What follows belongs to an exercise in optimizing a design on an open flow for small area and a short achievable clock period; a production flow would make more cautious choices.
Where RTL was checked, it was by simulation tests only, not by an equivalence proof against the original.
Power is estimated from default activity; no workload was simulated.

Design mosaic_coder, start of the top module:
module mosaic_coder (
    input  wire        clk,
    input  wire        rst,           
    input  wire        in_valid,
    input  wire        in_first,      
    input  wire        in_last,       
    input  wire [3:0]  in_depth,      
    input  wire [2:0]  in_pred,       
    input  wire [4:0]  in_avail,      
    input  wire        in_ef_colour,  
    input  wire [15:0] in_x,
    input  wire [15:0] in_a,
    input  wire [15:0] in_b,
    input  wire [15:0] in_c,
    input  wire [15:0] in_e,
    input  wire [15:0] in_f,
    output reg         out_valid,
    output reg  [29:0] out_code,      
    output reg  [4:0]  out_len,
    output reg         blk_valid,
    output reg  [2:0]  blk_pred,
    output reg  [22:0] blk_bits
);
Size in the first run: roughly 4700 cells after synthesis, ~460 flip-flops, about 30000 µm² of cells after synthesis.
clock: 20.0 ns
lec_check: 0
abc_area: 1
cap_margin: 20
core_margin: 2
core_utilization: 60
cts_cluster_diameter: 60
cts_cluster_size: 30
slew_margin: 70
standard.sh (not shown) runs the stock make flow with config.mk's settings and CLKGATE_MAP_FILE= SYNTH_SCRIPT=/design/flow/synth_recipe.tcl, a recipe that flattens the netlist after the stock synthesis.
==> flow/flow/run.sh <==
#!/bin/bash
# Layout flow: the standard ORFS flow (standard.sh) with three changes in
# how the layout is made:
#  - synthesis maps adders as plain logic for abc (no half/full adder cells,
#    yosys's default Brent-Kung carry network instead of Kogge-Stone);
#  - abc maps with a 2.8 ns delay target and recovers area within it
#    (flow/abc_area.script, used for the synthesis step only);
#  - ports are buffered with sky130_fd_sc_hd__buf_2 cells.
# Each step's full output goes to a log file in this folder.
set -euo pipefail
export ADDER_MAP_FILE=
export SYNTH_OPERATIONS_ARGS=-booth
export BUFFER_PORTS_ARGS="-buffer_cell sky130_fd_sc_hd__buf_2"

# Synthesis, with a copy of ORFS's scripts whose abc area script is ours
rm -rf synth_scripts
cp -r "$FLOW_HOME/scripts" synth_scripts
cp flow/abc_area.script synth_scripts/abc_area.script
SCRIPTS_DIR="$PWD/synth_scripts" bash standard.sh synth > synth.log 2>&1

# The rest of the standard flow
bash standard.sh > standard.log 2>&1
==> flow/flow/abc_area.script <==
strash
dch
map -D 2800
topo
stime -c
buffer -c
upsize -c
dnsize -c
Edit:
--- a/flow/design.v
+++ b/flow/design.v
@@ -283,37 +283,31 @@
       ctx_ge[1] = |(ds & {ge[8], ge[7], ge[6], ge[5], ge[4], ge[3], ge[2], ge[1], ge[1]});
       ctx_ge[2] = |(ds & ge[10:2]);
     end
   endfunction
   wire [2:0] ge_u = ctx_ge(u_abc, dsel);
   wire [2:0] ge_v = ctx_ge(v_ab, dsel);
   reg         v2, first2, last2, use_ef2, ctx_u2;
   reg  [2:0]  pred2, ge_u2, ge_v2;
   reg  [1:0]  med2;
-  reg  [15:0] m2n [0:5];               
-  wire [15:0] m2 [0:5];
-  generate
-    for (g = 0; g < 6; g = g + 1) begin : g_m2
-      assign m2[g] = ~m2n[g];
-    end
-  endgenerate
+  reg  [15:0] m2 [0:5];
   always @(posedge clk) begin
     v2      <= v1 && !rst;
     first2  <= first1;
     last2   <= last1;
     use_ef2 <= use_ef1;
     pred2   <= pred1;
     ctx_u2  <= (a_lt_c == b_lt_c);
     ge_u2   <= ge_u;
     ge_v2   <= ge_v;
     med2    <= med_u;
     for (p = 0; p < 6; p = p + 1)
-      m2n[p] <= ~m_u[p];
+      m2[p] <= m_u[p];
   end
   wire [2:0] ge = ctx_u2 ? ge_u2 : ge_v2;
   wire [1:0] q2 = ge[2] ? 2'd3 : ge[1] ? 2'd2 : ge[0] ? 2'd1 : 2'd0;
   wire [4:0] k_u    [0:5];
   wire [4:0] cost_u [0:5];
   generate
     for (g = 0; g < 6; g = g + 1) begin : g_cost
       mc_class u_cls (.m(m2[g]), .k(k_u[g]));
       mc_cost u_cost (.q(q2), .k(k_u[g]), .cost(cost_u[g]));
@@ -364,25 +358,19 @@
     first3    <= first2 && v2;
     last3     <= last2;
     cost3r[0] <= v2 ? cost_u[0] : 5'd0;
     cost3r[1] <= v2 ? cost_u[1] : 5'd0;
     cost3r[2] <= v2 ? cost_u[2] : 5'd0;
     cost3r[3] <= v2 ? cost3     : 5'd0;
     cost3r[4] <= v2 ? cost_u[4] : 5'd0;
     cost3r[5] <= v2 ? cost5     : 5'd0;
   end
-  reg  [22:0] accn [0:5];             
-  wire [22:0] acc [0:5];
-  generate
-    for (g = 0; g < 6; g = g + 1) begin : g_acc
-      assign acc[g] = ~accn[g];
-    end
-  endgenerate
+  reg  [22:0] acc [0:5];
   reg  [5:0]  acc_lo [0:5];
   reg  [23:5] acc_pa [0:5];
   reg  [22:0] acc_nx [0:5];
   always @* begin
     for (p = 0; p < 6; p = p + 1) begin
       acc_lo[p] = {1'b0, first3 ? 5'd0 : acc[p][4:0]} + {1'b0, cost3r[p]};
       acc_pa[p][5] = 1'b1;
       for (j = 5; j < 23; j = j + 1)
         acc_pa[p][j+1] = acc_pa[p][j] & acc[p][j];
@@ -391,19 +379,19 @@
         acc_nx[p][j] = !first3 && (acc[p][j] ^ (acc_lo[p][5] & acc_pa[p][j]));
     end
   end
   wire lt01 = acc_nx[1] < acc_nx[0];
   wire lt23 = acc_nx[3] < acc_nx[2];
   wire lt45 = acc_nx[5] < acc_nx[4];
   reg  w01, w23, w45, tot_v;
   always @(posedge clk) begin
     for (p = 0; p < 6; p = p + 1)
-      accn[p] <= ~acc_nx[p];
+      acc[p] <= acc_nx[p];
     w01   <= lt01;
     w23   <= lt23;
     w45   <= lt45;
     tot_v <= v3 && last3 && !rst;
   end
   wire [22:0] v01 = w01 ? acc[1] : acc[0];
   wire [22:0] v23 = w23 ? acc[3] : acc[2];
   wire [22:0] v45 = w45 ? acc[5] : acc[4];
   wire        c_a = v23 < v01;
Effect: The new run went through all stages and came out clean. Synthesized cell count hardly moves. Final area came out higher by 0.41%. Power climbs by 5.1%. Routed wire length is lower by 2.0%. Die area rose by 0.30%. Via count went down by 1.3%. Setup slack improved by 180 ps. Register-to-register slack gains 420 ps. Count of clock-buffer cells in the layout rises by 3. Combinational power rose by 9.9%. Final cell count barely changes. Non-clock buffer count went up by 2. Core utilization goes up by 0.14 points. Maximum frequency rises by 3.6%.
For the first run of this note, only the layout was checked, not whether the RTL still works.

==> what the ideal ports hide <==
In the flow no input, the clock included, has a driving cell. The finished layouts below were timed again as built, in two steps.
Step 1, drivers: a clkbuf_16 drives clk and a buf_2 each remaining input, both assumed.
Step 2 adds t to the input delays and takes it off the output delays; t is the mean of the earliest and latest rising clock arrival at the registers after step 1. Input paths then give back, and output paths get back, about the clock's delay inside the block.
Slacks: ideal / step 1 / step 2; pairs: ideal / step 1.
run	t (ns)	slack for setup (ns)	worst register clock-pin slew, ns
the first run	0.647	14.760 / 14.760 / 14.427	0.09 / 0.09
the second run	0.656	14.941 / 14.877 / 14.574	0.09 / 0.09
After both steps every run listed still meets setup and hold. The setup slack of the second run, which loses most, moves by -0.064 ns with the drivers and by -0.367 ns with both steps.
